Source: an optimization exercise on an open RTL-to-GDS flow (aim: small area, a short achievable clock period and few clock cycles per item). Production flows keep margins and buffers that such runs may drop. The RTL was checked by simulation tests, not by an equivalence proof against the original design.

File: design/flow/run.sh
#!/bin/bash
# synth_recipe.tcl (not shown) runs the flow's synth.tcl, then flattens the netlist and writes it again
# the make line also repeats each setting of config.mk as NAME=value (left out here)
make -C /OpenROAD-flow-scripts/flow DESIGN_CONFIG=/design/flow/config.mk WORK_HOME=/design/flow/orfs CLKGATE_MAP_FILE= SYNTH_SCRIPT=/design/flow/synth_recipe.tcl finish
File: design/flow/config.mk
export PLATFORM = sky130hd
export DESIGN_NAME = loop_pv
export DESIGN_NICKNAME = loop_pv
export VERILOG_FILES = /design/flow/design.v
export SDC_FILE = /design/flow/constraint.sdc
export NUM_CORES = 4
export LEC_CHECK = 0
export CAP_MARGIN = 20
export CORE_MARGIN = 2
export CORE_UTILIZATION = 40
export SLEW_MARGIN = 20
File: design/flow/constraint.sdc
create_clock -name core_clock -period 50.0 [get_ports {clk}]
set_input_delay 10.0000 -clock core_clock [delete_from_list [all_inputs] [get_ports {clk}]]
set_output_delay 10.0000 -clock core_clock [all_outputs]
set_load 0.01 [all_outputs]
File: design/flow/design.v
module loop_pv (
    input  wire         clk,
    input  wire         rst,
    input  wire [511:0] coef_c,
    input  wire [79:0]  coef_s,
    input  wire [1:0]   bq_en,
    input  wire [30:0]  ilim,
    input  wire [31:0]  fe_max,
    input  wire         start,
    input  wire         pos_en,
    input  wire [63:0]  p_set,      
    input  wire [63:0]  pos_fb,     
    input  wire [63:0]  v_set,      
    input  wire [63:0]  a_set,      
    input  wire [31:0]  v_fb,       
    output wire         ready,
    output reg          done,
    output reg  [31:0]  ep,
    output reg  [31:0]  vref,
    output reg  [31:0]  iqref,
    output reg          sat,
    output reg          sat_evt,
    output reg          fe
);
    localparam [3:0] S_IDLE = 4'd0,
                     S_POS  = 4'd1,
                     S_VFF  = 4'd2,
                     S_KIV  = 4'd3,
                     S_KPV  = 4'd4,
                     S_KAFF = 4'd5,
                     S_BQ   = 4'd6,
                     S_AW   = 4'd7;
    localparam signed [63:0] MAX64 = 64'sh7FFF_FFFF_FFFF_FFFF;
    localparam signed [63:0] MIN64 = -64'sh7FFF_FFFF_FFFF_FFFF - 64'sd1;
    localparam signed [31:0] MAX32 = 32'sh7FFF_FFFF;
    localparam signed [31:0] MIN32 = -32'sh7FFF_FFFF - 32'sd1;
    reg  [3:0]  state;
    reg         bq_sel;       
    reg  [2:0]  bq_k;         
    reg  signed [31:0] ep_in;
    reg  signed [31:0] vs;
    reg  signed [31:0] acs;
    reg  signed [31:0] vfb;
    reg  signed [63:0] i_int;
    reg  signed [31:0] vcorr;
    reg  signed [31:0] bq_x1 [0:1];
    reg  signed [31:0] bq_x2 [0:1];
    reg  signed [31:0] bq_y1 [0:1];
    reg  signed [31:0] bq_y2 [0:1];
    reg  signed [63:0] acc;
    reg  signed [31:0] ev;
    reg  signed [31:0] u;
    assign ready = (state == S_IDLE);
    wire signed [63:0] dpos    = p_set - pos_fb;
    wire signed [64:0] dpos_r  = {dpos[63], dpos} + 65'sd8388608;             
    wire signed [40:0] ep_w    = dpos_r[64:24];
    wire signed [64:0] vset_r  = {v_set[63], v_set} + 65'sh0_0000_0008_0000_0000;  
    wire signed [28:0] vs_w    = vset_r[64:36];
    wire signed [64:0] aset_r  = {a_set[63], a_set} + 65'sh0_0000_0000_8000_0000;  
    wire signed [32:0] acs_w   = aset_r[64:32];
    function automatic signed [31:0] sat32_41(input signed [40:0] v);
        if (v > 41'sh0_7FFF_FFFF)       sat32_41 = MAX32;
        else if (v < -41'sh0_8000_0000) sat32_41 = MIN32;
        else                            sat32_41 = v[31:0];
    endfunction
    wire signed [31:0] ilim_s  = {1'b0, ilim};
    wire signed [31:0] iq      = (u > ilim_s) ? ilim_s : (u < -ilim_s) ? -ilim_s : u;
    wire signed [32:0] aw_x    = {iq[31], iq} - {u[31], u};
    reg  [3:0]         ci;        
    reg  signed [32:0] mx;        
    reg  signed [63:0] base;      
    reg                neg;       
    always @* begin
        ci   = 4'd0;
        mx   = 33'sd0;
        base = 64'sd0;
        neg  = 1'b0;
        case (state)
            S_POS: begin
                ci = 4'd0;  mx = {ep_in[31], ep_in};  base = 64'sd0;
            end
            S_VFF: begin
                ci = 4'd1;  mx = {vs[31], vs};
                base = {{16{vcorr[31]}}, vcorr, 16'd0};
            end
            S_KIV: begin
                ci = 4'd3;  mx = {ev[31], ev};  base = i_int;
            end
            S_KPV: begin
                ci = 4'd2;  mx = {ev[31], ev};  base = i_int;
            end
            S_KAFF: begin
                ci = 4'd5;  mx = {acs[31], acs};  base = acc;
            end
            S_BQ: begin
                ci   = (bq_sel ? 4'd11 : 4'd6) + {1'b0, bq_k};
                base = (bq_k == 3'd0) ? 64'sd0 : acc;
                neg  = (bq_k >= 3'd3);
                case (bq_k)
                    3'd0:    mx = {u[31], u};
                    3'd1:    mx = {bq_x1[bq_sel][31], bq_x1[bq_sel]};
                    3'd2:    mx = {bq_x2[bq_sel][31], bq_x2[bq_sel]};
                    3'd3:    mx = {bq_y1[bq_sel][31], bq_y1[bq_sel]};
                    default: mx = {bq_y2[bq_sel][31], bq_y2[bq_sel]};
                endcase
            end
            S_AW: begin
                ci = 4'd4;  mx = aw_x;  base = i_int;
            end
            default: ;
        endcase
    end
    wire signed [31:0] mc = coef_c[32*ci +: 32];
    wire signed [4:0]  ms = coef_s[5*ci +: 5];
    wire signed [64:0] prod = mc * mx;           
    wire signed [79:0] prod_ext = {{15{prod[64]}}, prod};
    wire signed [79:0] shl      = prod_ext <<< ms[3:0];
    wire               shl_ovf  = (shl[79:63] != {17{shl[79]}});
    wire signed [63:0] shl_sat  = shl_ovf ? (shl[79] ? MIN64 : MAX64) : shl[63:0];
    wire [4:0]         rsh      = -ms;
    wire signed [65:0] rnd_add  = 66'sd1 <<< (rsh - 5'd1);
    wire signed [65:0] rnd      = {prod[64], prod} + rnd_add;
    wire signed [65:0] shr      = rnd >>> rsh;
    wire signed [63:0] term     = ms[4] ? shr[63:0] : shl_sat;
    wire signed [65:0] sum      = neg ? ({{2{base[63]}}, base} - {{2{term[63]}}, term})
                                      : ({{2{base[63]}}, base} + {{2{term[63]}}, term});
    wire               sum_ovf  = (sum[65:63] != {3{sum[65]}});
    wire signed [63:0] acc_sat  = sum_ovf ? (sum[65] ? MIN64 : MAX64) : sum[63:0];
    wire signed [64:0] y_rnd    = {acc_sat[63], acc_sat} + 65'sd32768;
    wire signed [48:0] y_wide   = y_rnd[64:16];
    wire signed [31:0] y_out    = (y_wide > 49'sh0_7FFF_FFFF) ? MAX32 :
                                  (y_wide < -49'sh0_8000_0000) ? MIN32 : y_wide[31:0];
    wire signed [32:0] ev_wide  = {y_out[31], y_out} - {vfb[31], vfb};
    wire signed [31:0] ev_sat   = (ev_wide > 33'sh0_7FFF_FFFF) ? MAX32 :
                                  (ev_wide < -33'sh0_8000_0000) ? MIN32 : ev_wide[31:0];
    wire [32:0] ep_abs = ep_in[31] ? -{1'b1, ep_in} : {1'b0, ep_in};
    always @(posedge clk) begin
        if (rst) begin
            state   <= S_IDLE;
            bq_sel  <= 1'b0;
            bq_k    <= 3'd0;
            done    <= 1'b0;
            ep      <= 32'd0;
            vref    <= 32'd0;
            iqref   <= 32'd0;
            sat     <= 1'b0;
            sat_evt <= 1'b0;
            fe      <= 1'b0;
            i_int   <= 64'sd0;
            vcorr   <= 32'sd0;
            bq_x1[0] <= 32'sd0;  bq_x1[1] <= 32'sd0;
            bq_x2[0] <= 32'sd0;  bq_x2[1] <= 32'sd0;
            bq_y1[0] <= 32'sd0;  bq_y1[1] <= 32'sd0;
            bq_y2[0] <= 32'sd0;  bq_y2[1] <= 32'sd0;
        end else begin
            done <= 1'b0;
            case (state)
                S_IDLE: begin
                    if (start) begin
                        ep_in  <= sat32_41(ep_w);
                        vs     <= sat32_41({{12{vs_w[28]}}, vs_w});
                        acs    <= sat32_41({{8{acs_w[32]}}, acs_w});
                        vfb    <= v_fb;
                        state  <= pos_en ? S_POS : S_VFF;
                    end
                end
                S_POS: begin
                    vcorr <= y_out;
                    ep    <= ep_in;
                    fe    <= (fe_max != 32'd0) && (ep_abs > {1'b0, fe_max});
                    state <= S_VFF;
                end
                S_VFF: begin
                    vref  <= y_out;
                    ev    <= ev_sat;
                    state <= S_KIV;
                end
                S_KIV: begin
                    i_int <= acc_sat;
                    state <= S_KPV;
                end
                S_KPV: begin
                    acc   <= acc_sat;
                    state <= S_KAFF;
                end
                S_KAFF: begin
                    u <= y_out;
                    if (bq_en[0]) begin
                        bq_sel <= 1'b0;  bq_k <= 3'd0;  state <= S_BQ;
                    end else if (bq_en[1]) begin
                        bq_sel <= 1'b1;  bq_k <= 3'd0;  state <= S_BQ;
                    end else begin
                        state <= S_AW;
                    end
                end
                S_BQ: begin
                    acc <= acc_sat;
                    if (bq_k == 3'd4) begin
                        bq_x1[bq_sel] <= u;
                        bq_x2[bq_sel] <= bq_x1[bq_sel];
                        bq_y1[bq_sel] <= y_out;
                        bq_y2[bq_sel] <= bq_y1[bq_sel];
                        u             <= y_out;
                        bq_k          <= 3'd0;
                        if (!bq_sel && bq_en[1]) bq_sel <= 1'b1;
                        else                     state  <= S_AW;
                    end else begin
                        bq_k <= bq_k + 3'd1;
                    end
                end
                S_AW: begin
                    i_int   <= acc_sat;
                    iqref   <= iq;
                    sat     <= (iq != u);
                    sat_evt <= (iq != u) && !sat;
                    done    <= 1'b1;
                    state   <= S_IDLE;
                end
                default: state <= S_IDLE;
            endcase
        end
    end
endmodule
==> run summary <==
-- flip-flops by register name, summed over array words and instances (netlist names), 64 cells and up, named ones only --
name,count
acc,64
bq_x2,64
i_int,64
bq_x1,64
bq_y1,64
bq_y2,64
-- placed cells by master, fill, tap and decap left out, types with 73 or more instances in the layout --
| master | count |
|---|---|
| and2_1 | 120 |
| clkdlybuf4s50_1 | 982 |
| a211oi_1 | 121 |
| mux2i_1 | 343 |
| fa_1 | 1117 |
| o21ai_0 | 490 |
| clkbuf_16 | 73 |
| o22ai_1 | 79 |
| ha_1 | 520 |
| nand3_1 | 401 |
| and3_1 | 151 |
| nor2_1 | 1215 |
| xor2_1 | 165 |
| inv_1 | 1686 |
| edfxtp_1 | 510 |
| dfxtp_1 | 200 |
| nand2_1 | 1760 |
| xnor2_1 | 321 |
| nor2b_1 | 177 |
| buf_4 | 647 |
| nor3_1 | 199 |
| nand2b_1 | 235 |
| nand4_1 | 132 |
| a21o_1 | 157 |
| a21oi_1 | 753 |
| a31oi_1 | 130 |
-- cell families (layout without fill, tap and decap cells) --
| group | count (synthesis) | in the layout | share of synthesized area |
|---|---|---|---|
| fa+ha+maj | 1639 | 1639 | 0.272 |
| mux | 425 | 425 | 0.0418 |
| other cells | 0 | 72 | 0 |
| flops | 714 | 714 | 0.183 |
| simple gates | 4771 | 4771 | 0.209 |
| xor+xnor | 497 | 497 | 0.0411 |
| compound gates | 2659 | 2659 | 0.164 |
| buf+inv | 2484 | 3460 | 0.0898 |
-- per-layer routing --
layer / wire [um] / track usage / share of wire / vias up
li1: - / - / - / 46400
met1: 191000 / 0.459 / 0.40 / 50900
met2: 207000 / 0.525 / 0.44 / 5472
met3: 47200 / 0.0710 / 0.099 / 880
met4: 30000 / 0.188 / 0.063 / 16
met5: 97 / 0 / 0.00020 / -
-- final cells by class --
class	count	area, um^2	share of cell area
timing repair buffer	1636	14800	0.118
antenna	72	180	0.00143
clock buffer	90	1920	0.0153
sequential	714	19400	0.154
multi-input combinational	9991	78200	0.621
inverter	1694	6360	0.0506
tap	3533	4420	0.0351
clock inverter	40	507	0.00403
-- synthesized netlist by cell type (all sizes together), types with 152 or more instances --
| library cell | n | area [um^2] |
|---|---|---|
| a21o | 158 | 1190 |
| nor2b | 179 | 1120 |
| a21oi | 780 | 3920 |
| buf | 197 | 945 |
| dfxtp | 204 | 4080 |
| nor3 | 211 | 1100 |
| ha | 522 | 6530 |
| mux2i | 346 | 3470 |
| edfxtp | 510 | 15300 |
| xor2 | 170 | 1500 |
| o21ai | 553 | 2780 |
| nand2b | 237 | 1480 |
| inv | 1694 | 6360 |
| and3 | 152 | 951 |
| nand2 | 1766 | 6630 |
| nand3 | 409 | 2090 |
| xnor2 | 327 | 2870 |
| nor2 | 1228 | 4620 |
| fa | 1117 | 22400 |
| clkbuf | 593 | 2230 |
-- critical path, delay by kind of cell --
kind / cells / cell delay, ns
mux: 1 / 0.13
fa+ha+maj: 17 / 6.98
simple gates: 29 / 5.99
xor+xnor: 5 / 1.03
compound gates: 94 / 20.94
buf+inv: 16 / 2.79
-- path summary, 6_finish.rpt --
check / from / end / slack (ns) / cells past startpoint
worst min-delay path: i_int[23] / i_int[23] / 0.45 / 2
worst max register to register: u[0] / ev[13] / 12.05 / 159
worst max-delay path: ilim[0] / ev[13] / 2.44 / 162
worst min register to register: i_int[23] / i_int[23] / 0.45 / 2
-- what timing repair did --
action	CTS	global route
endpoints found under the setup margin	0	32
buffers inserted	0	3
gates resized for setup	0	26
==> out/qor.yml <==
clk_latency_ns: 0.71
routed_wl_mm: 475
remaining_drc_errors: 0
seq_area_frac_synth: 0.183
syn_area_per_cell_um2: 8.05
finClkSkew_ns: 0.0412
nets: 16700
tns_ns: 0
postLayoutCoreUtil: 0.475
setup_viol: 0
grt_first_pass_wirelength_mm: 691
worstMarginPinSlew_ns: 1.16
dieArea_um2: 270000
syn_inst: 13200
clkSinkCount: 714
cts_buffers: 71
fin_area_um2: 126000
final_cells: 17800
postCtsHoldBufs: 0
wire_per_inst_um: 26.7
hold_ws_ns: 0.455
ioPinCount: 1050
grt_antenna_before_repair: 82
drive_gt1_frac: 0.0796
min_period_over_period: 0.951
grt_usage: 0.345
cts_tree: "done"
startpoint_type: "input pin"
path_max_fanout: 19
initial_core_util: 0.401
grt_pass1_vias: 99500
cts_max_path_buffers: 3
vias: 104000
endpoint_kind: "flop"
cts-root-buf: "clkbuf_16"
viasPerCell: 5.83
dp.cells: 17600
synth-async-reset-ratio: 0
timing.final.ws_setup_ns: 2.44
dp_hpwl_mm: 383
fillers: 26500
yosysWarnings: 1
synth_cell_type_count: 132
maxCapViolCount: 0
crit_type: "in -> reg"
drv_slew: 0
gp_congestion: 1.05
relSlewSlack: 0.222
die_h_um: 519
final-hold-violation-count: 0
syn_area_um2: 106000
syn_to_final_growth_pct: 18.5
status: "no timing/DRC/antenna violations"
grt.overflow.total: 0
hold_path.class: "reg -> reg"
die_w_um: 519
max_freq_ghz: 0.0210
path_common_cell: "o21ai_0"
dp_slack_ns: 1.36
cp_slowest_cell: "o31ai_4"
slowest_delay_ns: 0.65
finalCriticalPeriod_ns: 47.56
synth_edf_count: 510
drt_pass1_iterations: 10
grt_max_degree: 128
core_area_um2: 265000
detail-route-antenna-nets: 0
worstPathRequired_ns: 50.42
syn-num-nets: 15800
clk_pin_slew_ns: 0.06
io_buffers: 983
rows: 189
critPathArrivalTime_ns: 47.98
drtIter0Drc: 12300
htree_num_levels: 3
synth_ff_type: "edfxtp_1"
rsz0062_at_grt: "false"
place_area_um2: 123000
ys_ff_latch: 714
Testbench counts, summed over its fixed seeds: cycles 89,406, items 8,000.

==> separate check: timing with driven ports <==
In the flow no input, the clock included, has a driving cell. The finished layout below was timed again as built, in two steps. Step 1 (the two cells are an assumption about what drives the block):
set clk [get_ports {clk}]
set_driving_cell -lib_cell sky130_fd_sc_hd__clkbuf_16 $clk
set_driving_cell -lib_cell sky130_fd_sc_hd__buf_2 [delete_from_list [all_inputs] $clk]
Step 2, shift: input delay + t, output delay - t, t = (earliest + latest rising clock arrival at the registers) / 2. This alone moves slack from input paths to output paths. Slacks: ideal ports / drivers / drivers and shift; pairs: ideal ports / drivers.
t (ns): 0.756
setup WS [ns]: 2.438 / 2.463 / 1.707
cell pins on the clock port's net: 1
After both steps setup and hold are still met in this run. The setup slack of this run moves by +0.025 ns with the drivers and by -0.731 ns with both steps.
